Background: an optimization exercise with open tools, aiming at small area and a short achievable clock period. Do not read the settings as production practice. In this exercise RTL edits were held to simulation tests only and were not proved equivalent to the original. No activity file was given, so power comes from the tool's default toggle rates.

==> flow/config.mk <==
export PLATFORM = sky130hd
export DESIGN_NAME = fmtconv
export DESIGN_NICKNAME = fmtconv
export VERILOG_FILES = /design/flow/design.v
export SDC_FILE = /design/flow/constraint.sdc
export NUM_CORES = 4
export LEC_CHECK = 0
export CAP_MARGIN = 20
export CORE_MARGIN = 2
export CORE_UTILIZATION = 55
export SLEW_MARGIN = 20
==> flow/run.sh <==
#!/bin/bash
# synth_recipe.tcl (not shown) runs the flow's synth.tcl, then flattens the netlist and writes it again
# the make line also repeats each setting of config.mk as NAME=value (left out here)
make -C /OpenROAD-flow-scripts/flow DESIGN_CONFIG=/design/flow/config.mk WORK_HOME=/design/flow/orfs CLKGATE_MAP_FILE= SYNTH_SCRIPT=/design/flow/synth_recipe.tcl finish
==> flow/constraint.sdc <==
create_clock -name core_clock -period 18.0 [get_ports {clk}]
set_input_delay 3.6000 -clock core_clock [delete_from_list [all_inputs] [get_ports {clk}]]
set_output_delay 3.6000 -clock core_clock [all_outputs]
set_load 0.01 [all_outputs]
==> flow/design.v <==
module fc_align (
    input  wire [3:0]  dst,
    input  wire [31:0] m_raw,
    input  wire [4:0]  lz,
    input  wire signed [9:0] ash,
    input  wire        use_a,
    output wire        huge,
    output wire [31:0] q,
    output wire        g,
    output wire        g2,
    output wire        st2
);
    reg [5:0] kn;
    always @(*) begin
        case (dst)
            4'h0:       kn = 6'd31;
            4'h1:       kn = 6'd44;
            4'h2:       kn = 6'd47;
            4'h3:       kn = 6'd51;
            4'h4, 4'h5: kn = 6'd52;
            default:    kn = 6'd53;
        endcase
    end
    assign huge = ash[9];
    wire [5:0] ta = huge ? 6'd23 : ((ash > 10'sd33) ? 6'd56 : (ash[5:0] + 6'd23));
    wire [5:0] t = use_a ? ta : (kn - {1'b0, lz});
    wire [88:0] wide = {m_raw, 57'd0} >> t;
    assign q  = wide[65:34];
    assign g  = wide[33];
    assign g2 = wide[32];
    reg [31:0] smask;
    integer i;
    always @(*)
        for (i = 0; i < 32; i = i + 1)
            smask[i] = ({1'b0, t} >= i + 26);
    assign st2 = |(m_raw & smask);
endmodule
module fc_round (
    input  wire [3:0]  dst,
    input  wire [1:0]  rnd,
    input  wire        sign,
    input  wire        sub,
    input  wire [31:0] q,
    input  wire        g,
    input  wire        g2,
    input  wire        st2,
    output reg         inc,
    output wire        inx,
    output wire        cy,
    output wire        gt
);
    wire t_int = (dst >= 4'h7);
    reg [22:0] fmask;       
    always @(*) begin
        case (dst)
            4'h0:       fmask = 23'h7fffff;
            4'h1:       fmask = 23'h0003ff;
            4'h2:       fmask = 23'h00007f;
            4'h3:       fmask = 23'h000007;
            4'h4, 4'h5: fmask = 23'h000003;
            default:    fmask = 23'h000001;
        endcase
    end
    wire st = g2 | st2;
    assign inx = g | st;
    always @(*) begin
        case (rnd)
            2'd0:    inc = g & (st | q[0]);
            2'd1:    inc = 1'b0;
            2'd2:    inc = ~sign & inx;
            default: inc = sign & inx;
        endcase
    end
    wire ao = &(q[22:0] | ~fmask);
    wire p2 = ~sub & ~t_int & (|(q[24:2] & (fmask ^ (fmask >> 1))));
    assign cy = (inc & ao) | p2;
    assign gt = g & ((rnd == 2'd0) ? g2 : st);
endmodule
module fc_decode (
    input  wire [3:0]        src,
    input  wire [3:0]        dst,
    input  wire [31:0]       d,
    input  wire              flush_eff,
    output reg               sign,
    output reg               is_zero,
    output reg               is_inf,
    output reg               is_nan,
    output reg               is_snan,
    output reg               flushed,
    output wire              is_int,
    output reg  [31:0]       m_raw,
    output wire [4:0]        lz,       
    output wire signed [9:0] ash,      
    output wire signed [9:0] eb0,      
    output wire              ecz       
);
    assign is_int = (src >= 4'h7);
    reg        ineg;
    reg [31:0] ix;
    always @(*) begin
        case (src)
            4'h7:    begin ineg = d[31]; ix = d; end
            4'h8:    begin ineg = d[7];  ix = {{24{d[7]}}, d[7:0]}; end
            4'hA:    begin ineg = d[3];  ix = {{28{d[3]}}, d[3:0]}; end
            4'h9:    begin ineg = 1'b0;  ix = {24'd0, d[7:0]}; end
            default: begin ineg = 1'b0;  ix = {28'd0, d[3:0]}; end
        endcase
    end
    wire [31:0] imag = (ix ^ {32{ineg}}) + {31'd0, ineg};
    reg        fs;       
    reg        ecz_f;    
    assign ecz = ecz_f;
    reg        eco;      
    reg        fnz;      
    reg        fq;       
    reg [22:0] fm;       
    reg [7:0]  ec;       
    reg        flushable;
    always @(*) begin
        fs = 1'b0; ecz_f = 1'b0; eco = 1'b0; fnz = 1'b0; fq = 1'b0;
        fm = 23'd0; ec = 8'd0; flushable = 1'b0;
        case (src)
            4'h0: begin fs = d[31]; ec = d[30:23];        fm = d[22:0];          eco = &d[30:23]; flushable = 1'b1; end
            4'h1: begin fs = d[15]; ec = {3'd0, d[14:10]}; fm = {d[9:0], 13'd0};  eco = &d[14:10]; flushable = 1'b1; end
            4'h2: begin fs = d[15]; ec = d[14:7];         fm = {d[6:0], 16'd0};  eco = &d[14:7];  flushable = 1'b1; end
            4'h3: begin fs = d[7];  ec = {4'd0, d[6:3]};  fm = {d[2:0], 20'd0};  end
            4'h4: begin fs = d[7];  ec = {3'd0, d[6:2]};  fm = {d[1:0], 21'd0};  eco = &d[6:2]; end
            4'h5: begin fs = d[5];  ec = {5'd0, d[4:2]};  fm = {d[1:0], 21'd0};  end
            4'h6: begin fs = d[3];  ec = {6'd0, d[2:1]};  fm = {d[0], 22'd0};    end
            default: ;
        endcase
        ecz_f = (ec == 8'd0);
        fnz = (fm != 23'd0);
        fq  = fm[22];
    end
    wire f8a_nan = (src == 4'h3) && (d[7:0] == 8'h80);
    wire do_flush = flushable && flush_eff && ecz_f && fnz;
    reg izero;
    always @(*) begin
        case (src)
            4'h7:       izero = (d == 32'd0);
            4'h8, 4'h9: izero = (d[7:0] == 8'd0);
            default:    izero = (d[3:0] == 4'd0);
        endcase
    end
    always @(*) begin
        if (is_int) begin
            sign = ineg; is_zero = izero; is_inf = 1'b0; is_nan = 1'b0; is_snan = 1'b0;
            flushed = 1'b0; m_raw = imag;
        end else begin
            sign    = fs & ~f8a_nan;
            is_nan  = f8a_nan | (eco & fnz);
            is_inf  = eco & ~fnz;
            is_snan = eco & fnz & ~fq;
            is_zero = ~f8a_nan & ecz_f & (~fnz | do_flush);
            flushed = do_flush;
            m_raw   = {~ecz_f, fm, 8'd0};
        end
    end
    reg signed [9:0] bs, bd, kb;
    always @(*) begin
        case (src)
            4'h0, 4'h2: bs = 10'sd127;
            4'h1, 4'h4: bs = 10'sd15;
            4'h3:       bs = 10'sd7;
            4'h5:       bs = 10'sd3;
            4'h6:       bs = 10'sd1;
            default:    bs = -10'sd31;
        endcase
        case (dst)
            4'h0:    begin bd = 10'sd127; kb = -10'sd118; end
            4'h1:    begin bd = 10'sd15;  kb = 10'sd7;    end
            4'h2:    begin bd = 10'sd127; kb = -10'sd102; end
            4'h3:    begin bd = 10'sd7;   kb = 10'sd22;   end
            4'h4:    begin bd = 10'sd15;  kb = 10'sd15;   end
            4'h5:    begin bd = 10'sd3;   kb = 10'sd27;   end
            4'h6:    begin bd = 10'sd1;   kb = 10'sd30;   end
            default: begin bd = 10'sd0;   kb = 10'sd31;   end
        endcase
    end
    wire signed [9:0] t1 = bd - bs;
    wire signed [9:0] t2 = kb + bs;
    wire [7:0] ecx = is_int ? 8'd0 : (ec | {7'd0, ecz_f});
    assign eb0 = $signed({2'b00, ecx}) + t1;
    assign ash = t2 - $signed({2'b00, ecx});
    fc_lzc u_lzc (.x(is_int ? (ix ^ {32{ineg}}) : {~ecz_f, fm, 8'd0}), .lz(lz));
endmodule
module fc_round_pack (
    input  wire [3:0]        dst,
    input  wire [1:0]        rnd,
    input  wire              sat,
    input  wire              strict,
    input  wire              flush_eff,
    input  wire              sign,
    input  wire              is_zero,
    input  wire              is_inf,
    input  wire              is_nan,
    input  wire              is_snan,
    input  wire              flushed,
    input  wire              src_int,
    input  wire [31:0]       q,
    input  wire              inc,
    input  wire              inx,
    input  wire              cy,
    input  wire              gt,
    input  wire [7:0]        eb,
    input  wire              sub,
    input  wire              huge,
    output reg  [31:0]       data,
    output reg  [6:0]        flags
);
    localparam F_INVALID = 0, F_OVERFLOW = 2, F_UNDERFLOW = 3,
               F_INEXACT = 4, F_FLUSHED = 5, F_CLIPPED = 6;
    reg        t_int, t_kind0, t_kind1, t_kind2, t_flushable;
    reg [22:0] fmask;       
    reg [7:0]  emaxb;       
    always @(*) begin
        t_int = 1'b0; t_kind0 = 1'b0; t_kind1 = 1'b0; t_kind2 = 1'b0; t_flushable = 1'b0;
        fmask = 23'd0; emaxb = 8'd0;
        case (dst)
            4'h0: begin t_kind0 = 1'b1; t_flushable = 1'b1; fmask = 23'h7fffff; emaxb = 8'd254; end
            4'h1: begin t_kind0 = 1'b1; t_flushable = 1'b1; fmask = 23'h0003ff; emaxb = 8'd30;  end
            4'h2: begin t_kind0 = 1'b1; t_flushable = 1'b1; fmask = 23'h00007f; emaxb = 8'd254; end
            4'h3: begin t_kind1 = 1'b1; fmask = 23'h000007; emaxb = 8'd15; end
            4'h4: begin t_kind0 = 1'b1; fmask = 23'h000003; emaxb = 8'd30; end
            4'h5: begin t_kind2 = 1'b1; fmask = 23'h000003; emaxb = 8'd7;  end
            4'h6: begin t_kind2 = 1'b1; fmask = 23'h000001; emaxb = 8'd3;  end
            default: t_int = 1'b1;
        endcase
    end
    wire        sx = sign & t_int;
    wire [31:0] ir = (q ^ {32{sx}}) + {31'd0, sx ^ inc};
    wire [22:0] fr = ir[22:0] & fmask;
    wire [7:0]  ef = (sub ? 8'd0 : eb) + {7'd0, cy};
    wire ovf   = ~sub & ((eb > emaxb) | ((eb == emaxb) & cy));
    wire rzero = sub & ~(|q[22:0]) & ~inc;
    wire subres = sub & ~cy & ~rzero;
    wire tiny  = sub & ~(cy & gt);
    reg big;
    always @(*) begin
        case (rnd)
            2'd0:    big = 1'b1;
            2'd1:    big = 1'b0;
            2'd2:    big = ~sign;
            default: big = sign;
        endcase
    end
    reg        fsgn;
    reg [7:0]  fexp;
    reg [22:0] ffr;
    reg [6:0]  fflg;
    always @(*) begin
        fsgn = sign; fexp = 8'd0; ffr = 23'd0; fflg = 7'd0;
        if (is_nan) begin
            if (t_kind2) begin
                fsgn = 1'b0;
                fflg[F_CLIPPED] = 1'b1; fflg[F_INVALID] = 1'b1;
            end else if (t_kind1) begin
                fsgn = 1'b1;
                fflg[F_INVALID] = is_snan;
            end else begin
                fsgn = strict & sign;
                fexp = 8'hff;
                ffr  = ((strict ? q[22:0] : 23'd0) | (fmask ^ (fmask >> 1))) & fmask;
                fflg[F_INVALID] = is_snan;
            end
        end else if (is_inf) begin
            if (t_kind0 && !sat) begin
                fexp = 8'hff;
            end else begin
                fexp = emaxb; ffr = fmask;
                fflg[F_CLIPPED] = 1'b1;
            end
        end else if (is_zero) begin
            fsgn = sign & ~t_kind1;
        end else if (ovf) begin
            fflg[F_INEXACT] = 1'b1;
            if (t_kind0 && !sat) begin
                fflg[F_OVERFLOW] = 1'b1;
                if (big) fexp = 8'hff;
                else begin fexp = emaxb; ffr = fmask; end
            end else begin
                fexp = emaxb; ffr = fmask;
                fflg[F_CLIPPED] = 1'b1;
            end
        end else if (rzero) begin
            fsgn = sign & ~t_kind1;
            fflg[F_UNDERFLOW] = 1'b1; fflg[F_INEXACT] = 1'b1;
        end else if (t_flushable && flush_eff && subres) begin
            fflg[F_FLUSHED] = 1'b1; fflg[F_UNDERFLOW] = 1'b1; fflg[F_INEXACT] = 1'b1;
        end else begin
            fexp = ef; ffr = fr;
            fflg[F_INEXACT] = inx;
            fflg[F_UNDERFLOW] = inx & tiny;
        end
        if (!strict) begin
            fflg[F_UNDERFLOW] = 1'b0;
            fflg[F_INEXACT]   = 1'b0;
            if (!t_kind2) fflg[F_INVALID] = 1'b0;
        end
    end
    wire ge31 = q[31] | ((&q[30:0]) & inc);
    wire ge8  = (|q[31:8]) | ((&q[7:0]) & inc);
    wire ge7  = (|q[31:7]) | ((&q[6:0]) & inc);
    wire ge4  = (|q[31:4]) | ((&q[3:0]) & inc);
    wire ge3  = (|q[31:3]) | ((&q[2:0]) & inc);
    wire gt31 = q[31] & ((|q[30:0]) | inc);
    wire gt7  = (|q[31:8]) | (q[7] & ((|q[6:0]) | inc));
    wire gt3  = (|q[31:4]) | (q[3] & ((|q[2:0]) | inc));
    wire gt0  = (|q) | inc;
    reg [31:0] ihi, ilo;
    reg        over_hi, over_lo;
    always @(*) begin
        case (dst)
            4'h7:    begin ihi = 32'h7fffffff; ilo = 32'h80000000; over_hi = ge31; over_lo = gt31; end
            4'h8:    begin ihi = 32'h0000007f; ilo = 32'h00000080; over_hi = ge7;  over_lo = gt7;  end
            4'h9:    begin ihi = 32'h000000ff; ilo = 32'h00000000; over_hi = ge8;  over_lo = gt0;  end
            4'hA:    begin ihi = 32'h00000007; ilo = 32'h00000008; over_hi = ge3;  over_lo = gt3;  end
            default: begin ihi = 32'h0000000f; ilo = 32'h00000000; over_hi = ge4;  over_lo = gt0;  end
        endcase
    end
    reg [31:0] imsk;
    always @(*) begin
        case (dst)
            4'h7:       imsk = 32'hffffffff;
            4'h8, 4'h9: imsk = 32'h000000ff;
            default:    imsk = 32'h0000000f;
        endcase
    end
    wire clamp_hi = ~sign & (huge | over_hi);
    wire clamp_lo =  sign & (huge | over_lo);
    reg [31:0] idata;
    reg [6:0]  iflg;
    always @(*) begin
        idata = 32'd0; iflg = 7'd0;
        if (is_nan) begin
            iflg[F_CLIPPED] = 1'b1; iflg[F_INVALID] = 1'b1;
        end else if (is_inf) begin
            idata = sign ? ilo : ihi;
            iflg[F_CLIPPED] = 1'b1; iflg[F_INVALID] = 1'b1;
        end else if (is_zero) begin
            idata = 32'd0;
        end else begin
            iflg[F_INEXACT] = strict & inx;
            if (clamp_hi || clamp_lo) begin
                idata = clamp_hi ? ihi : ilo;
                iflg[F_CLIPPED] = 1'b1;
                if (!src_int) iflg[F_INEXACT] = strict;
            end else begin
                idata = ir & imsk;
            end
        end
    end
    always @(*) begin
        case (dst)
            4'h0:    data = {fsgn, fexp, ffr};
            4'h1:    data = {16'd0, fsgn, fexp[4:0], ffr[9:0]};
            4'h2:    data = {16'd0, fsgn, fexp, ffr[6:0]};
            4'h3:    data = {24'd0, fsgn, fexp[3:0], ffr[2:0]};
            4'h4:    data = {24'd0, fsgn, fexp[4:0], ffr[1:0]};
            4'h5:    data = {26'd0, fsgn, fexp[2:0], ffr[1:0]};
            4'h6:    data = {28'd0, fsgn, fexp[1:0], ffr[0]};
            default: data = idata;
        endcase
        flags = t_int ? iflg : fflg;
        flags[F_FLUSHED] = flags[F_FLUSHED] | flushed;
    end
endmodule
module fc_lzc (
    input  wire [31:0] x,
    output wire [4:0]  lz
);
    wire [15:0] v1;  wire [15:0] c1;
    wire [7:0]  v2;  wire [15:0] c2;
    wire [3:0]  v3;  wire [11:0] c3;
    wire [1:0]  v4;  wire [7:0]  c4;
    genvar k;
    generate
        for (k = 0; k < 16; k = k + 1) begin : g_l1
            assign v1[k] = x[2*k+1] | x[2*k];
            assign c1[k] = ~x[2*k+1];
        end
        for (k = 0; k < 8; k = k + 1) begin : g_l2
            assign v2[k] = v1[2*k+1] | v1[2*k];
            assign c2[2*k+1:2*k] = v1[2*k+1] ? {1'b0, c1[2*k+1]} : {1'b1, c1[2*k]};
        end
        for (k = 0; k < 4; k = k + 1) begin : g_l3
            assign v3[k] = v2[2*k+1] | v2[2*k];
            assign c3[3*k+2:3*k] = v2[2*k+1] ? {1'b0, c2[4*k+3:4*k+2]} : {1'b1, c2[4*k+1:4*k]};
        end
        for (k = 0; k < 2; k = k + 1) begin : g_l4
            assign v4[k] = v3[2*k+1] | v3[2*k];
            assign c4[4*k+3:4*k] = v3[2*k+1] ? {1'b0, c3[6*k+5:6*k+3]} : {1'b1, c3[6*k+2:6*k]};
        end
    endgenerate
    assign lz = v4[1] ? {1'b0, c4[7:4]} : {1'b1, c4[3:0]};
endmodule
module fmtconv (
    input  wire        clk,
    input  wire        rst,           
    input  wire        in_valid,
    input  wire [3:0]  src_fmt,
    input  wire [3:0]  dst_fmt,
    input  wire [1:0]  rnd,           
    input  wire        sat,
    input  wire        strict,
    input  wire        flush,
    input  wire [31:0] in_data,
    output reg         out_valid,
    output reg  [31:0] out_data,
    output reg  [6:0]  out_flags,     
    output reg         out_range      
);
    reg        r_valid;
    reg [3:0]  r_src, r_dst;
    reg [1:0]  r_rnd;
    reg        r_sat, r_strict, r_flush;
    reg [31:0] r_data;
    always @(posedge clk) begin
        if (rst) r_valid <= 1'b0;
        else     r_valid <= in_valid;
        r_src    <= src_fmt;
        r_dst    <= dst_fmt;
        r_rnd    <= rnd;
        r_sat    <= sat;
        r_strict <= strict;
        r_flush  <= flush;
        r_data   <= in_data;
    end
    wire        d_sign, d_zero, d_inf, d_nan, d_snan, d_flushed, d_int;
    wire [31:0] d_m;
    wire [4:0]  d_lz;
    wire signed [9:0] d_ash;
    wire signed [9:0] d_eb0;
    wire        d_ecz;
    fc_decode u_dec (
        .src(r_src), .dst(r_dst), .d(r_data), .flush_eff(r_flush | ~r_strict),
        .sign(d_sign), .is_zero(d_zero), .is_inf(d_inf), .is_nan(d_nan), .is_snan(d_snan),
        .flushed(d_flushed), .is_int(d_int), .m_raw(d_m), .lz(d_lz), .ash(d_ash), .eb0(d_eb0), .ecz(d_ecz));
    reg        s1_valid, s1_bad;
    reg [3:0]  s1_dst;
    reg [1:0]  s1_rnd;
    reg        s1_sat, s1_strict, s1_flush;
    reg        s1_sign, s1_zero, s1_inf, s1_nan, s1_snan, s1_flushed, s1_int;
    reg [31:0] s1_m;
    reg [4:0]  s1_lz;
    reg signed [9:0] s1_ash;
    reg signed [9:0] s1_eb0;
    reg        s1_ecz;
    always @(posedge clk) begin
        if (rst) s1_valid <= 1'b0;
        else     s1_valid <= r_valid;
        s1_bad     <= (r_src > 4'hB) || (r_dst > 4'hB);
        s1_dst     <= r_dst;
        s1_rnd     <= r_rnd;
        s1_sat     <= r_sat;
        s1_strict  <= r_strict;
        s1_flush   <= r_flush;
        s1_sign    <= d_sign;
        s1_zero    <= d_zero;
        s1_inf     <= d_inf;
        s1_nan     <= d_nan;
        s1_snan    <= d_snan;
        s1_flushed <= d_flushed;
        s1_int     <= d_int;
        s1_m       <= d_m;
        s1_lz      <= d_lz;
        s1_ash     <= d_ash;
        s1_eb0     <= d_eb0;
        s1_ecz     <= d_ecz;
    end
    wire s1_int_dst = (s1_dst >= 4'h7);
    wire s1_sub = ~s1_int_dst & ((s1_eb0 < 10'sd1) | ((s1_eb0 == 10'sd1) & s1_ecz));
    wire signed [9:0] s1_ebl = s1_eb0 - $signed({5'd0, s1_lz});
    wire [31:0] a_q;
    wire        a_g, a_g2, a_st2, a_huge;
    fc_align u_al (
        .dst(s1_dst), .m_raw(s1_m), .lz(s1_lz), .ash(s1_ash), .use_a(s1_int_dst | s1_sub),
        .huge(a_huge),
        .q(a_q), .g(a_g), .g2(a_g2), .st2(a_st2));
    wire        a_inc, a_inx, a_cy, a_gt;
    fc_round u_rd (
        .dst(s1_dst), .rnd(s1_rnd), .sign(s1_sign), .sub(s1_sub),
        .q(a_q), .g(a_g), .g2(a_g2), .st2(a_st2),
        .inc(a_inc), .inx(a_inx), .cy(a_cy), .gt(a_gt));
    reg        s2_valid, s2_bad;
    reg [3:0]  s2_dst;
    reg [1:0]  s2_rnd;
    reg        s2_sat, s2_strict, s2_flush;
    reg        s2_sign, s2_zero, s2_inf, s2_nan, s2_snan, s2_flushed, s2_int;
    reg [31:0] s2_q;
    reg        s2_inc, s2_inx, s2_cy, s2_gt, s2_sub, s2_huge;
    reg [7:0]  s2_eb;
    always @(posedge clk) begin
        if (rst) s2_valid <= 1'b0;
        else     s2_valid <= s1_valid;
        s2_bad     <= s1_bad;
        s2_dst     <= s1_dst;
        s2_rnd     <= s1_rnd;
        s2_sat     <= s1_sat;
        s2_strict  <= s1_strict;
        s2_flush   <= s1_flush;
        s2_sign    <= s1_sign;
        s2_zero    <= s1_zero;
        s2_inf     <= s1_inf;
        s2_nan     <= s1_nan;
        s2_snan    <= s1_snan;
        s2_flushed <= s1_flushed;
        s2_int     <= s1_int;
        s2_q       <= a_q;
        s2_inc     <= a_inc;
        s2_inx     <= a_inx;
        s2_cy      <= a_cy;
        s2_gt      <= a_gt;
        s2_sub     <= s1_sub;
        s2_eb      <= s1_ebl[7:0];
        s2_huge    <= a_huge;
    end
    wire [31:0] res_data;
    wire [6:0]  res_flags;
    fc_round_pack u_rp (
        .dst(s2_dst), .rnd(s2_rnd), .sat(s2_sat), .strict(s2_strict),
        .flush_eff(s2_flush | ~s2_strict),
        .sign(s2_sign), .is_zero(s2_zero), .is_inf(s2_inf), .is_nan(s2_nan), .is_snan(s2_snan),
        .flushed(s2_flushed), .src_int(s2_int),
        .q(s2_q), .inc(s2_inc), .inx(s2_inx), .cy(s2_cy), .gt(s2_gt), .eb(s2_eb), .sub(s2_sub), .huge(s2_huge),
        .data(res_data), .flags(res_flags));
    always @(posedge clk) begin
        if (rst) out_valid <= 1'b0;
        else     out_valid <= s2_valid;
        out_data  <= s2_bad ? 32'd0 : res_data;
        out_flags <= s2_bad ? 7'd0  : res_flags;
        out_range <= s2_bad;
    end
endmodule
==> results of run 1 <==
## metal layers
metal | wire [um] | share of wire
met4 | 2970 | 0.051
met2 | 26200 | 0.45
met3 | 5530 | 0.094
met5 | 0 | 0
met1 | 23900 | 0.41
## stage by stage
step / hold slack [ns] / utilization / instance area (um^2) / setup WS, ns
3_3_place_gp: 0.312 / 0.587 / 17800 / 12.85
6_report: 0.324 / 0.616 / 18700 / 12.62
5_1_grt: 0.332 / 0.616 / 18700 / 12.33
4_1_cts: 0.327 / 0.616 / 18700 / 12.71
2_1_floorplan: 0.310 / - / 16800 / 13.79
3_5_place_dp: 0.313 / 0.587 / 17800 / 12.75
## state kept, by name, summed over array words and instances (netlist names), 5 cells and up
signal,count
s1_m,32
s1_lz,5
s2_eb,8
out_data,32
out_flags,6
r_data,32
s2_q,32
s1_ash,10
s1_eb0,10
## Yosys cell counts (11+ instances only)
cell        n  area share
dfxtp_1   226        0.27
nand2_1   219       0.049
a21oi_1   210       0.062
nor2_1    186       0.041
o21ai_0   133       0.040
inv_1     105       0.023
clkbuf_1   99       0.022
xnor2_1    80       0.042
mux2i_1    77       0.046
nand3_1    70       0.021
a22oi_1    65       0.029
nor3_1     62       0.018
ha_1       57       0.042
o22ai_1    31       0.012
nand2b_1   27       0.010
xor2_1     27       0.014
nor2b_1    26      0.0097
a211oi_1   25       0.011
buf_2      24      0.0071
nand4_1    23      0.0085
o211ai_1   22      0.0098
a21o_1     21      0.0094
a221oi_1   21       0.011
and3_1     21      0.0078
or3_1      21      0.0078
a31oi_1    20      0.0074
buf_1      19      0.0042
nor4_1     19      0.0071
and2_1     17      0.0063
a22o_1     15      0.0078
fa_1       15       0.018
a32oi_1    13      0.0068
mux2_2     12      0.0080
o21bai_1   12      0.0053
nor3b_1    11      0.0049
o21ai_1    11      0.0033
o32ai_1    11      0.0057
## critical path, delay by kind of cell (launching register included)
family | cells | cell delay (ns)
buffers and inverters | 1 | 0.34
DFF | 1 | 0.76
and+or+nand+nor | 8 | 2.96
muxes | 1 | 0.16
adders and majority gates | 2 | 0.56
AOI/OAI and AO/OA | 1 | 0.47
## final timing paths
path,cells past startpoint,endpoint,start,slack [ns]
worst max register to register,13,s1_m[30],r_src[2],12.62
worst min register to register,0,s2_bad,s1_bad,0.32
worst max-delay path,13,s1_m[30],r_src[2],12.62
worst min-delay path,0,s2_bad,s1_bad,0.32
## report_power, final
| group | internal [mW] | total [mW] | switching [mW] |
|---|---|---|---|
| Combinational | 0.447 | 1.22 | 0.775 |
| Sequential | 0.591 | 0.708 | 0.117 |
| Clock | 0.322 | 0.538 | 0.216 |
## cells by family (layout without fill, tap and decap cells)
kind of cell	Yosys count	count (layout)	synth area share
compound gates	706	706	0.272
buf+inv	262	273	0.0643
flops	226	226	0.269
other cells	1	1	0.000223
xor+xnor	107	107	0.0556
fa+ha+maj	73	73	0.0608
mux	93	93	0.0582
simple gates	759	759	0.220
## final cells by class
class	instances	area (um^2)	area share
multi-input cells	1739	11300	0.603
clock buffers	32	702	0.0375
well taps	396	495	0.0265
clock inverters	13	179	0.00957
repair buffers	120	1120	0.0598
inverters	108	405	0.0217
flip-flops and latches	226	4530	0.242
==> results_dict.tcl, run 1 <==
set metrics [dict create \
    cpMostUsedCell "ha_1" \
    post-route-period-util 0.299 \
    drt_wl_total_um 58600 \
    synth_area_um2 16800 \
    cp_data_arrival_time_ns 5.80 \
    ys_ff_latch 226 \
    fin_cells 2634 \
    grt_pass1_wl_um 91200 \
    yosysWarningCount 5 \
    ir_drop_uv 93.4 \
    root_buffer "clkbuf_16" \
    grt_max_degree 58 \
    critPathSlowestCell "and4b_1" \
    gr-usage-met2 0.576 \
    synth_cell_types 95 \
    fillers 2818 \
    hold_buffers 0 \
    final_common_cell "dfxtp_1" \
    num_vias 17700 \
    gp_congestion 0.995 \
    hpwl_um 44000 \
    fmax_ghz 0.186 \
    dr.pass1.iters 9 \
    busiest_layer "met2" \
    postCtsSetupBuffers 0 \
    use_met1 0.486 \
    layout_common_cells "225 x dfxtp_1, 219 x nand2_1, 210 x a21oi_1" \
    grt_usage 0.362 \
    critPathRequiredTime_ns 18.42 \
    nets 2340 \
    rows 64 \
    critPathKind "reg2reg" \
    port_buffers 87 \
    finalCriticalPeriod_ns 5.38 \
    crit_fanout 22 \
    finalSetupViolations 0 \
    maxCapViolCount 0 \
    use_met3 0.0433 \
    synth_edf_count 0 \
    vias_per_cell 6.74 \
    syn_area_per_cell_um2 7.56 \
    tritoncts "built" \
    layout-drive-gt1-share 0.0581 \
    clk_pin_slew_ns 0.06 \
    place_inst 2589 \
    max_stage_delay_ns 0.81 \
    core_area_um2 30300 \
    async_flop_share 0 \
    route.detailed.drc 0 \
    power.density_nw_per_um2 132 \
    slew_headroom 0.284 \
    finalPower_mw 2.47 \
    postRouteAntennaNets 0 \
    start_util 0.555 \
    drtIter0Drc 2480 \
    path_cells "and4b_1 -> a32oi_2 -> inv_2 -> ha_1 -> ha_1 -> or3b_1 -> or4_4 -> nor4_4 -> and2_1 -> nand2_4 -> nor3_4 -> nand3_1 -> mux2i_1" \
    seq_area_frac_synth 0.269 \
    setup_tns_ns 0 \
    htreeDepth 1 \
    p_leak_nw 7.47 \
    start_kind "register" \
    fin_worst_skew_ns 0.0165 \
    crit_path_end_kind "register" \
    outcome "complete, no violations" \
    min_path_type "reg2reg" \
    grt_pass1_vias 16400 \
    antenna_found_initial 0 \
    ios 89 \
    cts_resized 0 \
    finalHoldViolCount 0 \
    die_x_um 179 \
    dieArea_um2 32000 \
    synth_top_flop_cell "dfxtp_1" \
    clock_latency_ns 0.55 \
    overflow 0 \
    clock_path_buffers 3 \
    num_antenna_cells 0 \
    syn_to_final_growth_pct 11.0 \
    clock_sinks 226 \
    worstMarginPinSlew_ns 1.07 \
    synth_nets 2347 \
    rsz0062_at_grt "false" \
    cts_buffers 25 \
    wl_per_cell_um 22.3 \
    syn_inst 2227 \
    maxSlewViolCount 0 \
    die_h_um 179 \
]
==> run 2, diff against run 1 <==
--- a/flow/config.mk
+++ b/flow/config.mk
@@ -8,4 +8,6 @@
 export CAP_MARGIN = 20
 export CORE_MARGIN = 2
 export CORE_UTILIZATION = 55
+export CTS_BUF_LIST = sky130_fd_sc_hd__clkbuf_8
+export CTS_CLUSTER_SIZE = 30
 export SLEW_MARGIN = 20
==> run 2 against run 1 <==
Net effect:
- sequential power about the same
- global-route usage increased by 0.41 points
- worst setup slack got worse by 0.019 ns
- clock power decreased by 5.8%
- die area unchanged
- largest cell class unchanged
- non-clock buffer count unchanged
- via count increased by 0.33%
==> results_dict.tcl, run 2 <==
set metrics [dict create \
    synth_area_um2 16800 \
    setup_ws_ns 12.60 \
    rows 64 \
    htreeDepth 2 \
    hpwl_um 44000 \
    gp_congestion 0.995 \
    yosysTopAreaCellShare 0.269 \
    drt_wl_total_um 58800 \
    critPathSlowestCell "and4b_1" \
    crit_family "simple AND/OR/NAND/NOR gates" \
    synth_nets 2347 \
    grt_usage 0.366 \
    syn_to_final_growth_pct 10.9 \
    crit_path_end_kind "register" \
    ios 89 \
    postRouteAntennaNets 0 \
    finalHoldViolCount 0 \
    post-route-period-util 0.300 \
    finalSetupViolations 0 \
    maxCapViolCount 0 \
    synth.area.top_cells "dfxtp_1 27%, a21oi_1 6.2%, nand2_1 4.9%" \
    syn_inst 2227 \
    synth_edf_count 0 \
    rsz0062_at_grt "false" \
    power.density_nw_per_um2 131 \
    critPathRequiredTime_ns 18.45 \
    cts_buffers 39 \
    synth_cell_types 95 \
    grt_pass1_vias 16500 \
    die_x_um 179 \
    num_vias 17800 \
    outcome "complete, no violations" \
    layout-drive-gt1-share 0.0671 \
    slew_headroom 0.279 \
    seqPwrFrac 0.290 \
    yosysMostFrequentCell "dfxtp_1" \
    critPathKind "reg2reg" \
    path_cells "and4b_1 -> a32oi_2 -> inv_2 -> ha_1 -> ha_1 -> or3b_1 -> or4_4 -> nor4_4 -> and2_1 -> nand2_4 -> nor3_4 -> nand3_1 -> mux2i_1" \
    clock_latency_ns 0.60 \
    p_sw_frac 0.459 \
    clock_sinks 226 \
    crit_fanout 22 \
    cts_resized 0 \
    max_stage_delay_ns 0.83 \
    finalCriticalPeriod_ns 5.40 \
    synth_top_flop_cell "dfxtp_1" \
    dieArea_um2 32000 \
    pre_cts_slack_ns 12.75 \
    worstMarginPinSlew_ns 1.08 \
    overflow 0 \
    power_switching_mw 1.12 \
    yosysWarningCount 5 \
    grt_pass1_wl_um 91600 \
    num_antenna_cells 0 \
    tritoncts "built" \
    ir_drop_uv 79.9 \
    fmax_ghz 0.185 \
    seq_area_frac_synth 0.269 \
    core_area_um2 30300 \
    maxSlewViolCount 0 \
    fin_worst_skew_ns 0.0384 \
    route.detailed.drc 0 \
    dr.pass1.iters 8 \
    cp_data_arrival_time_ns 5.85 \
    async_flop_share 0 \
    yosysTopAreaCell "dfxtp_1" \
    die_h_um 179 \
    min_path_type "reg2reg" \
    vias_per_cell 6.69 \
    clock_path_buffers 3 \
    crit_buf_inv 1 \
    ys_ff_latch 226 \
    wl_per_cell_um 22.1 \
    antenna_found_initial 0 \
    postCtsSetupBuffers 0 \
    yosys-top-cells-count "226 x dfxtp_1, 219 x nand2_1, 210 x a21oi_1" \
    nets 2354 \
    root_buffer "clkbuf_8" \
    drtIter0Drc 2354 \
    final_common_cell "dfxtp_1" \
    clk_pin_slew_ns 0.07 \
    p_comb_frac 0.502 \
    p_int_mw 1.32 \
    layout_common_cells "225 x dfxtp_1, 219 x nand2_1, 210 x a21oi_1" \
    start_kind "register" \
    grt_max_degree 58 \
    p_leak_nw 7.52 \
    cpMostUsedCell "ha_1" \
    hold_buffers 0 \
    setup_tns_ns 0 \
    port_buffers 87 \
    start_util 0.555 \
    fillers 2813 \
    pwr-share-clk 0.208 \
    syn_area_per_cell_um2 7.56 \
]
[run 2: cell types whose count changed in the layout (fill, tap and decap cells not counted), sizes merged]
cell,previous run,this run
clkbuf,32,46
clkinv,7,16
inv,109,115
clkinvlp,2,0
[run 2: cell type report]
class	instances	area [um^2]	area share
tap	396	495	0.0265
sequential	226	4530	0.242
clock inverter	26	233	0.0125
multi-input combinational	1739	11300	0.603
inverter	108	405	0.0217
clock buffer	46	633	0.0339
timing repair buffer	120	1120	0.0599
[run 2: logic make-up (layout without fill, tap and decap cells)]
group	count (synthesis)	after routing	synth area share
buf+inv	262	300	0.0643
flops	226	226	0.269
fa+ha+maj	73	73	0.0608
mux	93	93	0.0582
xor+xnor	107	107	0.0556
simple gates	759	759	0.220
other cells	1	1	0.000223
compound gates	706	706	0.272
[run 2: path summary, 6_finish.rpt]
path / slack [ns] / depth (start not counted) / start / endpoint
worst max-delay path: 12.60 / 13 / r_src[2] / s1_m[30]
worst min-delay path: 0.32 / 0 / s1_nan / s2_nan
worst max register to register: 12.60 / 13 / r_src[2] / s1_m[30]
worst min register to register: 0.32 / 0 / s1_nan / s2_nan
[run 2: per-layer routing]
| metal | vias up | global-route usage | wire length [um] |
|---|---|---|---|
| met3 | 237 | 0.0626 | 5290 |
| met2 | 1071 | 0.579 | 26400 |
| met1 | 8377 | 0.483 | 24000 |
| met4 | 0 | 0.174 | 3170 |
| met5 | - | 0 | 0 |
| li1 | 8120 | - | - |
[run 2: power groups by stage]
stage,Combinational [mW],Sequential [mW],Clock [mW]
after floorplan,0.874,0.660,0
after global placement,1.17,0.713,0
after detailed placement,1.18,0.715,0
after CTS,1.19,0.704,0.515
after global routing,1.32,0.718,0.541
final,1.22,0.709,0.507
[run 2: worst register-to-register path, stage by stage, from the launching register on]
cell and delay (ns):
dfxtp_1 0.76, and4b_1 0.83, a32oi_2 0.47, inv_2 0.33
ha_1 0.29, ha_1 0.27, or3b_1 0.38, or4_4 0.54
nor4_4 0.44, and2_1 0.36, nand2_4 0.10, nor3_4 0.21
nand3_1 0.12, mux2i_1 0.16
[run 2: per-stage QoR]
stage	total power [mW]	hold WS, ns	instances	util	cell area [um^2]
4_1_cts	2.40	0.325	2661	0.616	18700
6_report	2.44	0.324	2661	0.616	18700
5_1_grt	2.58	0.330	2661	0.616	18700
3_5_place_dp	1.89	0.313	2589	0.587	17800
2_1_floorplan	1.53	0.310	2227	-	16800
3_3_place_gp	1.88	0.312	2589	0.587	17800
==> run 3, diff against run 2 <==
--- a/flow/config.mk
+++ b/flow/config.mk
@@ -7,7 +7,5 @@
 export LEC_CHECK = 0
 export CAP_MARGIN = 20
 export CORE_MARGIN = 2
-export CORE_UTILIZATION = 55
-export CTS_BUF_LIST = sky130_fd_sc_hd__clkbuf_8
-export CTS_CLUSTER_SIZE = 30
+export CORE_UTILIZATION = 30
 export SLEW_MARGIN = 20
==> run 3 against run 2 <==
Net effect:
- combinational power hardly changed
- largest power group unchanged
- still clean
- first-iteration DRC count is 19% lower
- synthesized cell count stayed put
- global-route usage is 15 points lower
- final cell count is 12% higher
==> results_dict.tcl, run 3 <==
set metrics [dict create \
    route.detailed.drc 0 \
    yosysWarningCount 5 \
    root_buffer "clkbuf_16" \
    cts_resized 0 \
    cts_buffers 27 \
    hold_buffers 0 \
    fmax_ghz 0.187 \
    place_inst 2940 \
    synth_cell_types 95 \
    ir_drop_uv 74.1 \
    outcome "complete, no violations" \
    critPathRequiredTime_ns 18.45 \
    setup_ws_ns 12.64 \
    worstMarginPinSlew_ns 1.14 \
    dieArea_um2 58000 \
    async_flop_share 0 \
    maxSlewViolCount 0 \
    clock_latency_ns 0.58 \
    synth.area.top_cells "dfxtp_1 27%, a21oi_1 6.2%, nand2_1 4.9%" \
    core_area_um2 55300 \
    fin_worst_skew_ns 0.0220 \
    yosys-top-cells-count "226 x dfxtp_1, 219 x nand2_1, 210 x a21oi_1" \
    layout-drive-gt1-share 0.0607 \
    pre_cts_slack_ns 12.74 \
    timing.hold.ws_ns 0.324 \
    cpMostUsedCell "ha_1" \
    yosysTopAreaCellShare 0.269 \
    p_leak_nw 7.48 \
    slew_headroom 0.236 \
    r2r_slack_ns 12.64 \
    fin_cells 2990 \
    gp_congestion 1.01 \
    drt_wl_total_um 63300 \
    synth_nets 2347 \
    syn_to_final_growth_pct 13.9 \
    die_h_um 241 \
    overflow 0 \
    max_stage_delay_ns 0.80 \
    ys_ff_latch 226 \
    min_path_type "reg2reg" \
    critPathSlowestCell "and4b_1" \
    finalSetupViolations 0 \
    seq_area_frac_synth 0.269 \
    crit_fanout 22 \
    final_common_cell "dfxtp_1" \
    yosysMostFrequentCell "dfxtp_1" \
    dr.pass1.iters 8 \
    r2r_end "s1_m[30]" \
    ios 89 \
    syn_inst 2227 \
    crit_family "simple AND/OR/NAND/NOR gates" \
    rows 86 \
    synth_area_um2 16800 \
    crit_buf_inv 1 \
    rsz0062_at_grt "false" \
    setup_tns_ns 0 \
    grt_pass1_vias 16300 \
    start_util 0.304 \
    finalCriticalPeriod_ns 5.36 \
    grt_pass1_wl_um 96300 \
    maxCapViolCount 0 \
    die_x_um 241 \
    path_cells "and4b_1 -> a32oi_2 -> inv_2 -> ha_1 -> ha_1 -> or3b_1 -> or4_4 -> nor4_4 -> and2_1 -> nand2_4 -> nor3_4 -> nand3_1 -> mux2i_1" \
    start_kind "register" \
    num_vias 17400 \
    cp_data_arrival_time_ns 5.81 \
    wl_per_cell_um 21.2 \
    grt_usage 0.212 \
    holdPathStages 0 \
    nets 2341 \
    power.density_nw_per_um2 131 \
    synth_top_flop_cell "dfxtp_1" \
    post-route-period-util 0.298 \
    port_buffers 87 \
    min_from "s1_flushed" \
    crit_path_end_kind "register" \
    grt_max_degree 58 \
    postCtsSetupBuffers 0 \
    hpwl_um 47700 \
    r2r_start "r_src[2]" \
    yosysTopAreaCell "dfxtp_1" \
    vias_per_cell 5.80 \
    critPathKind "reg2reg" \
    clock_sinks 226 \
    drtIter0Drc 1908 \
    htreeDepth 1 \
    tritoncts "built" \
    postRouteAntennaNets 0 \
    clk_pin_slew_ns 0.06 \
    layout_common_cells "225 x dfxtp_1, 219 x nand2_1, 210 x a21oi_1" \
    syn_area_per_cell_um2 7.56 \
    synth_edf_count 0 \
    finalHoldViolCount 0 \
    min_to "s2_flushed" \
    antenna_found_initial 1 \
    clock_path_buffers 3 \
    worst_r2r_path_depth 13 \
]
==> run 3: cell types whose count changed in the layout (fill, tap and decap cells not counted), sizes merged <==
cell	previous run	this run
clkinv	16	11
clkbuf	46	33
bufinv	3	2
clkinvlp	0	3
buf	33	32
diode	0	1
inv	115	108
==> run 3: worst max-delay path by stage <==
stage / depth (start not counted) / end / from / slack, ns
floorplan: 19 / out_data[28] / s2_dst[1] / 13.79
CTS: 13 / s1_m[30] / r_src[2] / 12.71
detailed placement: 13 / s1_m[30] / r_src[2] / 12.74
global route: 13 / s1_m[30] / r_src[2] / 12.29
global placement: 13 / s1_m[30] / r_src[2] / 12.85
finish: 13 / s1_m[30] / r_src[2] / 12.64
==> run 3: cell type report <==
type	instances	area, um^2
fillers	5943	36100
multi-input cells	1739	11300
flip-flops and latches	226	4530
repair buffers	119	1110
well taps	748	936
clock buffers	33	748
inverters	108	405
clock inverters	16	171
diodes	1	2.50
==> run 3: metal layers <==
metal  share of wire  GRT usage  vias to the layer above
met5               0          0                        -
met4           0.037     0.0743                        0
met3           0.082     0.0273                      134
met2            0.44      0.332                      890
met1            0.44      0.298                     8256
li1                -          -                     8070
==> run 3: where the power goes <==
group	switching (mW)	total (mW)	internal [mW]
Sequential	0.118	0.709	0.591
Clock	0.223	0.550	0.327
Combinational	0.802	1.25	0.447
Total	1.14	2.51	1.36
==> run 3: per-stage QoR <==
stage	cell area [um^2]	total power, mW	utilization
global placement	18300	1.92	0.330
detailed placement	18300	1.93	0.330
finish	19200	2.51	0.347
floorplan	16800	1.53	-
CTS	19200	2.49	0.347
global route	19200	2.66	0.347
==> run 3: cell families after synthesis <==
kind of cell / Yosys count / synth area share
mux: 93 / 0.0582
simple gates: 759 / 0.220
xor+xnor: 107 / 0.0556
buf+inv: 262 / 0.0643
compound gates: 706 / 0.272
fa+ha+maj: 73 / 0.0608
other cells: 1 / 0.000223
flops: 226 / 0.269
==> run 3: worst reg2reg max path: cells and delay by family (launching register included) <==
kind | cells | cell delay [ns]
compound gates | 1 | 0.47
fa+ha+maj | 2 | 0.55
buf+inv | 1 | 0.34
flops | 1 | 0.73
mux | 1 | 0.16
simple gates | 8 | 2.98
==> run 4, diff against run 3 <==
==> flow/flow/run.sh (new file) <==
#!/bin/bash
# The standard layout flow (standard.sh), with the input and output ports
# buffered by buf_2 cells instead of the delay buffers that buffer_ports
# picks by default. standard.sh's full output goes to standard.log.
export BUFFER_PORTS_ARGS="-buffer_cell sky130_fd_sc_hd__buf_2"
bash standard.sh > standard.log 2>&1
==> flow/standard.sh (new file) <==
#!/bin/bash
# synth_recipe.tcl (not shown) runs the flow's synth.tcl, then flattens the netlist and writes it again
# the make line also repeats each setting of config.mk as NAME=value (left out here)
make -C /OpenROAD-flow-scripts/flow DESIGN_CONFIG=/design/flow/config.mk WORK_HOME=/design/flow/orfs CLKGATE_MAP_FILE= SYNTH_SCRIPT=/design/flow/synth_recipe.tcl "${@:-finish}"
--- a/flow/config.mk
+++ b/flow/config.mk
@@ -5,6 +5,7 @@
 export SDC_FILE = /design/flow/constraint.sdc
 export NUM_CORES = 4
 export LEC_CHECK = 0
+export ABC_AREA = 1
 export CAP_MARGIN = 20
 export CORE_MARGIN = 2
 export CORE_UTILIZATION = 30
removed: flow/run.sh
==> run 4 against run 3 <==
Net effect:
- sequential power is 3.5% lower
- synthesized area grew 0.85%
- critical path type is now reg2out
- worst setup slack improved by 0.76 ns
- non-clock buffer count is 13 lower
- global-route usage decreased by 0.89 points
- count of clock-buffer cells in the layout shrank 5
- final cell count rose by 16%
- utilization fell by 1.1 points
- largest cell class unchanged
- clock skew increased by 0.0033 ns
- sequential cell count is the same
- register-to-register slack improved by 0.95 ns
- fmax rose by 17%
==> results_dict.tcl, run 4 <==
set metrics [dict create \
    crit_buf_inv 1 \
    synth_area_um2 17000 \
    p_leak_nw 9.01 \
    nets 2826 \
    die_x_um 242 \
    yosysTopAreaCellShare 0.266 \
    ios 89 \
    wl_per_cell_um 17.7 \
    seq_area_frac_synth 0.266 \
    fmax_ghz 0.217 \
    num_vias 18100 \
    antenna_found_initial 1 \
    layout_common_cells "594 x nand2_1, 414 x nand3_1, 323 x inv_1" \
    ys_ff_latch 226 \
    top_layer "met4" \
    p_sw_frac 0.492 \
    path_cells "buf_2" \
    rsz0062_at_grt "false" \
    holdPathStages 0 \
    finalSetupViolations 0 \
    cts_resized 0 \
    synth_nets 2786 \
    slew_headroom 0.301 \
    yosysMostFrequentCell "nand2_1" \
    syn_inst 2666 \
    r2r_slack_ns 13.59 \
    maxSlewViolCount 0 \
    gp_congestion 1.02 \
    clock_path_buffers 3 \
    overflow 0 \
    grt_usage 0.203 \
    route.detailed.drc 0 \
    layout-drive-gt1-share 0.0840 \
    wl_met3_um 4950 \
    critPathSlowestCell "dfxtp_1" \
    core_area_um2 56200 \
    num_antenna_cells 0 \
    finalHoldViolCount 0 \
    min_path_type "reg2reg" \
    drt-met1-wl_um 26600 \
    syn_to_final_growth_pct 11.2 \
    start_util 0.302 \
    r2r_start "s2_dst[1]" \
    ir_drop_uv 66.2 \
    hpwl_um 48600 \
    clk_pin_slew_ns 0.06 \
    setup_tns_ns 0 \
    maxCapViolCount 0 \
    worstMarginPinSlew_ns 1.05 \
    postCtsSetupBuffers 0 \
    yosys-top-cells-count "594 x nand2_1, 414 x nand3_1, 323 x inv_1" \
    die_h_um 242 \
    cts_buffers 25 \
    root_buffer "clkbuf_16" \
    clock_latency_ns 0.55 \
    synth_top_flop_cell "dfxtp_1" \
    p_comb_frac 0.534 \
    place_inst 3435 \
    final_common_cell "nand2_1" \
    crit_fanout 1 \
    fin_cells 3481 \
    p_int_mw 1.31 \
    start_kind "register" \
    tritoncts "built" \
    min_to "s2_inf" \
    synth_edf_count 0 \
    clock_sinks 226 \
    min_from "s1_inf" \
    drtIter0Drc 2093 \
    crit_family "flip-flops" \
    outcome "complete, no violations" \
    async_flop_share 0 \
    grt_max_degree 49 \
    wl_met2_um 27300 \
    max_stage_delay_ns 0.32 \
    pwr-share-clk 0.200 \
    cp_data_arrival_time_ns 1.00 \
    syn_area_per_cell_um2 6.37 \
    rows 87 \
    grt_pass1_vias 17100 \
    dr.pass1.iters 6 \
    vias_per_cell 5.20 \
    crit_path_end_kind "output port" \
    port_buffers 87 \
    hold_buffers 0 \
    power.density_nw_per_um2 136 \
    yosysWarningCount 5 \
    synth_cell_types 70 \
    synth.area.top_cells "dfxtp_1 27%, nand2_1 13%, nand3_1 12%" \
    grt_pass1_wl_um 96000 \
    critPathKind "reg2out" \
    r2r_end "out_data[11]" \
    seqPwrFrac 0.266 \
    power_switching_mw 1.26 \
    drt_wl_total_um 61600 \
    postRouteAntennaNets 0 \
    post-route-period-util 0.255 \
    worst_r2r_path_depth 20 \
    dieArea_um2 58500 \
    yosysTopAreaCell "dfxtp_1" \
    finalCriticalPeriod_ns 4.60 \
    htreeDepth 1 \
    fin_worst_skew_ns 0.0253 \
    critPathRequiredTime_ns 14.40 \
]
## run 4: changes by cell type in the layout (fill, tap and decap cells not counted), sizes merged, moves of 63 or more
cell,before,now
inv,108,343
mux2i,78,6
nand2,220,604
nand3,70,415
buf,32,106
a21oi,210,147
nor2,188,257
clkdlybuf4s50,87,0
## run 4: worst max-delay path by stage
stage | slack [ns] | cells past startpoint | start | to
after global placement | 13.75 | 18 | r_src[2] | s1_ash[8]
final | 13.40 | 1 | out_data[3] | out_data[3]
after detailed placement | 13.69 | 21 | r_src[2] | s1_ash[8]
after floorplan | 14.07 | 0 | out_data[0] | out_data[0]
after CTS | 13.36 | 1 | out_data[3] | out_data[3]
after global routing | 13.20 | 24 | r_src[2] | s1_eb0[8]
## run 4: metrics by stage
| stage | util | power, mW | cell area, um^2 | hold WS, ns | setup WS (ns) |
|---|---|---|---|---|---|
| 2_1_floorplan | - | 1.64 | 17000 | 0.310 | 14.07 |
| 3_3_place_gp | 0.321 | 2.04 | 18000 | 0.311 | 13.75 |
| 3_5_place_dp | 0.321 | 2.03 | 18000 | 0.312 | 13.69 |
| 4_1_cts | 0.336 | 2.55 | 18900 | 0.327 | 13.36 |
| 5_1_grt | 0.336 | 2.76 | 18900 | 0.337 | 13.20 |
| 6_report | 0.336 | 2.57 | 18900 | 0.327 | 13.40 |
## run 4: final cells by class
cell class,count,area [um^2]
Timing Repair Buffer,106,578
Multi-Input combinational cell,2001,10700
Clock inverter,18,184
Sequential cell,226,4520
Tap cell,756,946
Inverter,346,1300
Fill cell,6234,37300
Clock buffer,28,657
## run 4: cells by family after synthesis
logic type               after synthesis  synth area share
flip-flops                           226             0.266
multiplexers                           9           0.00575
XOR/XNOR                             102            0.0570
adder cells (fa/ha/maj)               72            0.0597
AND/OR/NAND/NOR                     1423             0.376
AO/OA/AOI/OAI                        394             0.130
other                                  1          0.000221
buffers and inverters                439             0.104
## run 4: routing by layer
metal | up-vias | global-route usage
li1 | 8880 | -
met1 | 8132 | 0.272
met2 | 899 | 0.326
met3 | 187 | 0.0289
met4 | 0 | 0.0859
met5 | - | 0
## run 4: power groups by stage
stage          Sequential, mW  Clock (mW)  Combinational (mW)
6_report                0.684       0.513                1.37
3_3_place_gp            0.693           0                1.34
5_1_grt                 0.695       0.547                1.52
4_1_cts                 0.684       0.526                1.34
2_1_floorplan           0.663           0               0.979
3_5_place_dp            0.695           0                1.33
==> run 5, diff against run 4 <==
--- a/flow/config.mk
+++ b/flow/config.mk
@@ -8,5 +8,5 @@
 export ABC_AREA = 1
 export CAP_MARGIN = 20
 export CORE_MARGIN = 2
-export CORE_UTILIZATION = 30
+export CORE_UTILIZATION = 50
 export SLEW_MARGIN = 20
==> run 5 against run 4 <==
Net effect:
- count of clock-buffer cells in the layout increased by 2
- worst setup slack worse by 0.028 ns
- via count rose by 3.3%
- largest cell class unchanged
- sequential cell count stayed put
- clock skew fell by 0.0070 ns
- combinational power about the same
- power grew 1.9%
- design area shrank 1.9%
- wire length increased by 0.34%
- still clean
- sequential share of layout area is 0.46 points higher
- register-to-register slack is essentially flat
==> results_dict.tcl, run 5 <==
set metrics [dict create \
    port_buffers 87 \
    cp_data_arrival_time_ns 1.03 \
    finalPower_mw 2.62 \
    clock_latency_ns 0.57 \
    layout-drive-gt1-share 0.0841 \
    tritoncts "built" \
    synth_edf_count 0 \
    grt_pass1_wl_um 96900 \
    nets 2824 \
    dieArea_um2 35500 \
    seq_area_frac_synth 0.266 \
    postRouteAntennaNets 0 \
    r2r_start "r_src[2]" \
    place_inst 3124 \
    wl_per_cell_um 19.5 \
    max_stage_delay_ns 0.33 \
    grt_usage 0.344 \
    worst_r2r_path_depth 24 \
    finalCriticalPeriod_ns 4.63 \
    synth_top_flop_cell "dfxtp_1" \
    post-route-period-util 0.257 \
    synth_nets 2786 \
    final_area_um2 18500 \
    synth_cell_types 70 \
    route.detailed.drc 0 \
    maxSlewViolCount 0 \
    num_antenna_cells 0 \
    crit_family "flip-flops" \
    final_common_cell "nand2_1" \
    dpl-instance-area_um2 17600 \
    hold_buffers 0 \
    layout_common_cells "594 x nand2_1, 414 x nand3_1, 323 x inv_1" \
    grt_pass1_vias 17600 \
    yosysTopAreaCellShare 0.266 \
    die_h_um 188 \
    rows 67 \
    hpwl_um 48500 \
    clock_sinks 226 \
    drtIter0Drc 2372 \
    synth_area_um2 17000 \
    fillers 3415 \
    crit_buf_inv 1 \
    min_from "s1_int" \
    path_cells "buf_2" \
    finalSetupViolations 0 \
    num_vias 18700 \
    ir_drop_uv 149 \
    yosysTopAreaCell "dfxtp_1" \
    async_flop_share 0 \
    grt_max_degree 49 \
    core_area_um2 33500 \
    min_path_type "reg2reg" \
    syn_to_final_growth_pct 9.14 \
    critPathKind "reg2out" \
    critPathRequiredTime_ns 14.40 \
    crit_path_end_kind "output port" \
    outcome "complete, no violations" \
    maxCapViolCount 0 \
    ios 89 \
    r2r_slack_ns 13.59 \
    slew_headroom 0.283 \
    syn_inst 2666 \
    root_buffer "clkbuf_16" \
    overflow 0 \
    gp_congestion 1.05 \
    yosysWarningCount 5 \
    yosys-top-cells-count "594 x nand2_1, 414 x nand3_1, 323 x inv_1" \
    antenna_found_initial 0 \
    clk_pin_slew_ns 0.07 \
    critPathSlowestCell "dfxtp_1" \
    p_leak_nw 9.02 \
    rsz0062_at_grt "false" \
    vias_per_cell 5.90 \
    yosysMostFrequentCell "nand2_1" \
    min_to "s2_int" \
    synth.area.top_cells "dfxtp_1 27%, nand2_1 13%, nand3_1 12%" \
    htreeDepth 1 \
    cts_buffers 26 \
    power.density_nw_per_um2 141 \
    cts_resized 0 \
    drt_wl_total_um 61800 \
    clock_path_buffers 3 \
    ys_ff_latch 226 \
    postCtsSetupBuffers 0 \
    setup_tns_ns 0 \
    fin_cells 3172 \
    syn_area_per_cell_um2 6.37 \
    finalHoldViolCount 0 \
    start_util 0.506 \
    fmax_ghz 0.216 \
    fin_worst_skew_ns 0.0183 \
    crit_fanout 1 \
    r2r_end "s1_eb0[8]" \
    worstMarginPinSlew_ns 1.08 \
    holdPathStages 0 \
    dr.pass1.iters 6 \
    start_kind "register" \
    die_x_um 188 \
]
[run 5: changes by cell type in the layout (fill, tap and decap cells not counted), moves of 2 or more]
cell      before  now
buf_4         19   16
clkinv_4       3    0
inv_6          7    5
nor2_1       236  234
nor2_2        17   19
[run 5: worst register-to-register path, stage by stage, from the launching register on]
cell	delay, ns
dfxtp_1	0.33
nor2_1	0.29
inv_1	0.14
nor2_2	0.28
clkinv_1	0.31
o22ai_1	0.55
inv_1	0.17
nand3_1	0.10
nor3_1	0.05
nand4_1	0.18
nor2_1	0.08
nor2_1	0.16
inv_1	0.08
ha_1	0.23
fa_1	0.41
nand3_1	0.10
nand2_1	0.08
a21oi_1	0.13
inv_1	0.05
a21oi_1	0.19
nor2_1	0.06
nor2_1	0.09
nor2_1	0.05
nor2_1	0.10
xnor2_1	0.13
[run 5: through the flow]
stage | util | hold slack (ns) | setup WS [ns]
after floorplan | - | 0.310 | 14.07
after global placement | 0.526 | 0.310 | 13.86
after detailed placement | 0.526 | 0.312 | 13.73
after CTS | 0.553 | 0.323 | 13.36
after global routing | 0.553 | 0.333 | 13.08
final | 0.553 | 0.321 | 13.37
[run 5: cell families after synthesis]
group                    share of synthesized area
buffers and inverters                        0.104
AO/OA/AOI/OAI                                0.130
flip-flops                                   0.266
AND/OR/NAND/NOR                              0.376
adder cells (fa/ha/maj)                     0.0597
other                                     0.000221
multiplexers                               0.00575
XOR/XNOR                                    0.0570
[run 5: area by class of cell]
type / instances / area (um^2) / share of cell area
Sequential cell: 226 / 4520 / 0.244
Inverter: 346 / 1300 / 0.0703
Multi-Input combinational cell: 2001 / 10700 / 0.577
Clock inverter: 18 / 210 / 0.0113
Tap cell: 448 / 561 / 0.0302
Timing Repair Buffer: 103 / 556 / 0.0300
Clock buffer: 30 / 686 / 0.0370
[run 5: power breakdown]
group | switching, mW | total (mW) | internal (mW) | leakage (nW)
sequential | 0.0826 | 0.683 | 0.601 | 1.88
clock | 0.228 | 0.549 | 0.321 | 0.427
combinational | 0.978 | 1.39 | 0.408 | 6.71
total | 1.29 | 2.62 | 1.33 | 9.02
[run 5: metal layers]
metal / global-route usage / wire length, um / vias to the layer above
met5: 0 / 0 / -
met4: 0.154 / 3190 / 0
met3: 0.0497 / 5590 / 218
met2: 0.572 / 28000 / 1101
met1: 0.442 / 25000 / 8506
li1: - / - / 8879
[run 5: worst max-delay path by stage]
stage / to / depth (start not counted) / slack (ns) / startpoint
after global routing: s1_eb0[8] / 24 / 13.08 / r_src[2]
final: out_data[3] / 1 / 13.37 / out_data[3]
after floorplan: out_data[0] / 0 / 14.07 / out_data[0]
after global placement: s1_ash[8] / 18 / 13.86 / r_src[2]
after CTS: out_data[3] / 1 / 13.36 / out_data[3]
after detailed placement: s1_eb0[8] / 24 / 13.73 / r_src[2]
==> run 6, diff against run 5 <==
--- a/flow/config.mk
+++ b/flow/config.mk
@@ -8,5 +8,7 @@
 export ABC_AREA = 1
 export CAP_MARGIN = 20
 export CORE_MARGIN = 2
-export CORE_UTILIZATION = 50
+export CORE_UTILIZATION = 30
+export CTS_CLUSTER_DIAMETER = 150
+export CTS_CLUSTER_SIZE = 28
 export SLEW_MARGIN = 20
==> run 6 against run 5 <==
Net effect:
- global-route usage decreased by 14 points
- highest routed layer is now met5
- design area fell by 0.53%
- critical endpoint is now out_valid
- synthesized area unchanged
- utilization is 22 points lower
- wire length shrank 0.46%
- still clean on timing, DRC and antenna
- largest cell class unchanged
- final cell count increased by 8.8%
- via count is 3.4% lower
- combinational power hardly changed
- register-to-register slack lost 0.05 ns
==> results_dict.tcl, run 6 <==
set metrics [dict create \
    route.detailed.drc 0 \
    crit_family "flip-flops" \
    p_int_mw 1.16 \
    htreeDepth 1 \
    min_path_type "reg2reg" \
    synth.area.top_cells "dfxtp_1 27%, nand2_1 13%, nand3_1 12%" \
    pwr-share-clk 0.137 \
    postCtsSetupBuffers 0 \
    seq_area_frac_synth 0.266 \
    r2r_slack_ns 13.54 \
    yosysTopAreaCellShare 0.266 \
    die_x_um 242 \
    clock_sinks 226 \
    synth_nets 2786 \
    hpwl_um 48600 \
    syn_inst 2666 \
    clock_latency_ns 0.52 \
    layout-drive-gt1-share 0.0739 \
    rows 87 \
    yosys-top-cells-count "594 x nand2_1, 414 x nand3_1, 323 x inv_1" \
    syn_to_final_growth_pct 8.56 \
    root_buffer "clkbuf_16" \
    synth_area_um2 17000 \
    critPathSlowestCell "dfxtp_1" \
    p_comb_frac 0.576 \
    worst_r2r_path_depth 20 \
    worstMarginPinSlew_ns 1.06 \
    critPathKind "reg2out" \
    vias_per_cell 5.24 \
    crit_path_end_kind "output port" \
    p_leak_nw 8.79 \
    grt_usage 0.203 \
    fmax_ghz 0.219 \
    clock_path_buffers 3 \
    fillers 6256 \
    grt_max_degree 49 \
    synth_edf_count 0 \
    dieArea_um2 58500 \
    rsz0062_at_grt "false" \
    grt_pass1_vias 17000 \
    clk_pin_slew_ns 0.12 \
    num_vias 18100 \
    antenna_found_initial 3 \
    cp_data_arrival_time_ns 0.96 \
    fin_cells 3451 \
    holdPathStages 0 \
    finalCriticalPeriod_ns 4.56 \
    min_from "s1_inf" \
    r2r_start "s2_dst[1]" \
    wl_per_cell_um 17.8 \
    final_common_cell "nand2_1" \
    synth_cell_types 70 \
    start_util 0.302 \
    regArea_um2 4520 \
    critPathRequiredTime_ns 14.40 \
    setup_tns_ns 0 \
    synth_top_flop_cell "dfxtp_1" \
    slew_headroom 0.295 \
    r2r_end "out_data[11]" \
    maxSlewViolCount 0 \
    power.density_nw_per_um2 129 \
    hold_buffers 0 \
    p_sw_frac 0.514 \
    post-route-period-util 0.254 \
    ios 89 \
    path_cells "buf_2" \
    syn_area_per_cell_um2 6.37 \
    fin_worst_skew_ns 0.0387 \
    finalSetupViolations 0 \
    drtIter0Drc 2090 \
    finalHoldViolCount 0 \
    gp_congestion 1.02 \
    postRouteAntennaNets 0 \
    crit_fanout 1 \
    cts_buffers 12 \
    outcome "complete, no violations" \
    seqPwrFrac 0.287 \
    cts_resized 0 \
    start_kind "register" \
    overflow 0 \
    yosysTopAreaCell "dfxtp_1" \
    maxCapViolCount 0 \
    layout_common_cells "594 x nand2_1, 414 x nand3_1, 323 x inv_1" \
    nets 2813 \
    drt_wl_total_um 61500 \
    core_area_um2 56200 \
    port_buffers 87 \
    multi_input_area_um2 10700 \
    dr.pass1.iters 6 \
    ys_ff_latch 226 \
    place_inst 3435 \
    tritoncts "built" \
    ir_drop_uv 63.8 \
    die_h_um 242 \
    grt_pass1_wl_um 96000 \
    async_flop_share 0 \
    max_stage_delay_ns 0.33 \
    yosysMostFrequentCell "nand2_1" \
    min_to "s2_inf" \
    crit_buf_inv 1 \
    power_switching_mw 1.22 \
    yosysWarningCount 5 \
]
==> run 6: cell counts after synthesis <==
Identical to the previous run, type by type.
==> run 6: cell families (layout without fill, tap and decap cells) <==
| logic type | Yosys count | count (layout) | synth area share |
|---|---|---|---|
| flip-flops | 226 | 226 | 0.266 |
| AND/OR/NAND/NOR | 1423 | 1423 | 0.376 |
| buffers and inverters | 439 | 467 | 0.104 |
| other | 1 | 2 | 0.000221 |
| AO/OA/AOI/OAI | 394 | 394 | 0.130 |
| multiplexers | 9 | 9 | 0.00575 |
| adder cells (fa/ha/maj) | 72 | 72 | 0.0597 |
| XOR/XNOR | 102 | 102 | 0.0570 |
==> run 6: worst max-delay path by stage <==
stage | start | endpoint | slack, ns | depth (start not counted)
2_1_floorplan | out_data[0] | out_data[0] | 14.07 | 0
3_3_place_gp | r_src[2] | s1_ash[8] | 13.75 | 18
3_5_place_dp | r_src[2] | s1_ash[8] | 13.69 | 21
4_1_cts | out_data[3] | out_data[3] | 13.41 | 1
5_1_grt | r_src[2] | s1_eb0[8] | 13.17 | 24
6_report | out_valid | out_valid | 13.44 | 1
==> run 6: layout make-up <==
class,instances,area share
Multi-Input combinational cell,2001,0.580
Clock buffer,13,0.0176
Sequential cell,226,0.245
Tap cell,756,0.0513
Inverter,346,0.0707
Antenna cell,1,0.000136
Clock inverter,2,0.00326
Timing Repair Buffer,106,0.0314
==> run 6: power by group through the flow <==
stage          Sequential (mW)  Combinational, mW  Clock, mW
2_1_floorplan            0.663              0.979          0
3_3_place_gp             0.693               1.34          0
3_5_place_dp             0.695               1.33          0
4_1_cts                  0.682               1.34      0.333
5_1_grt                  0.695               1.52      0.351
6_report                 0.683               1.37      0.325
==> run 6: metal layers <==
layer  track usage  vias to the layer above  wire, um
met5             0                        -        11
met4        0.0848                        2      2950
met2         0.327                      965     27000
li1              -                     8832         -
met1         0.274                     8078     26500
met3        0.0260                      199      5110
==> run 6: metrics by stage <==
stage | setup WS [ns] | hold slack (ns) | cell area, um^2 | power [mW] | util
5_1_grt | 13.17 | 0.347 | 18400 | 2.57 | 0.328
3_3_place_gp | 13.75 | 0.311 | 18000 | 2.04 | 0.321
3_5_place_dp | 13.69 | 0.312 | 18000 | 2.03 | 0.321
4_1_cts | 13.41 | 0.336 | 18400 | 2.35 | 0.328
2_1_floorplan | 14.07 | 0.310 | 17000 | 1.64 | -
6_report | 13.44 | 0.335 | 18400 | 2.38 | 0.328

static timing again, ports no longer ideal:
The flow's constraints put no driver on any port. The routed layouts listed below were extracted and timed again, unchanged, in two steps. Step 1 (the two cells are an assumption about what drives the block):
set clk [get_ports {clk}]
set_driving_cell -lib_cell sky130_fd_sc_hd__clkbuf_16 $clk
set_driving_cell -lib_cell sky130_fd_sc_hd__buf_2 [delete_from_list [all_inputs] $clk]
Step 2 adds t to the input delays and takes it off the output delays; t is the mean of the earliest and latest rising clock arrival at the registers after step 1. Input paths then give back, and output paths get back, about the clock's delay inside the block. a / b / c = ideal / step 1 / step 2; a / b = the first two.
run	t, ns	setup WS [ns]	pins driven straight from the clock port
run 1	0.593	12.619 / 12.619 / 12.619	1
run 2	0.627	12.599 / 12.599 / 12.599	1
run 3	0.623	12.641 / 12.641 / 12.641	1
run 4	0.599	13.401 / 13.343 / 13.592	1
run 5	0.619	13.373 / 13.315 / 13.590	1
run 6	0.558	13.436 / 13.375 / 13.543	1
After both steps every run listed still meets setup and hold.
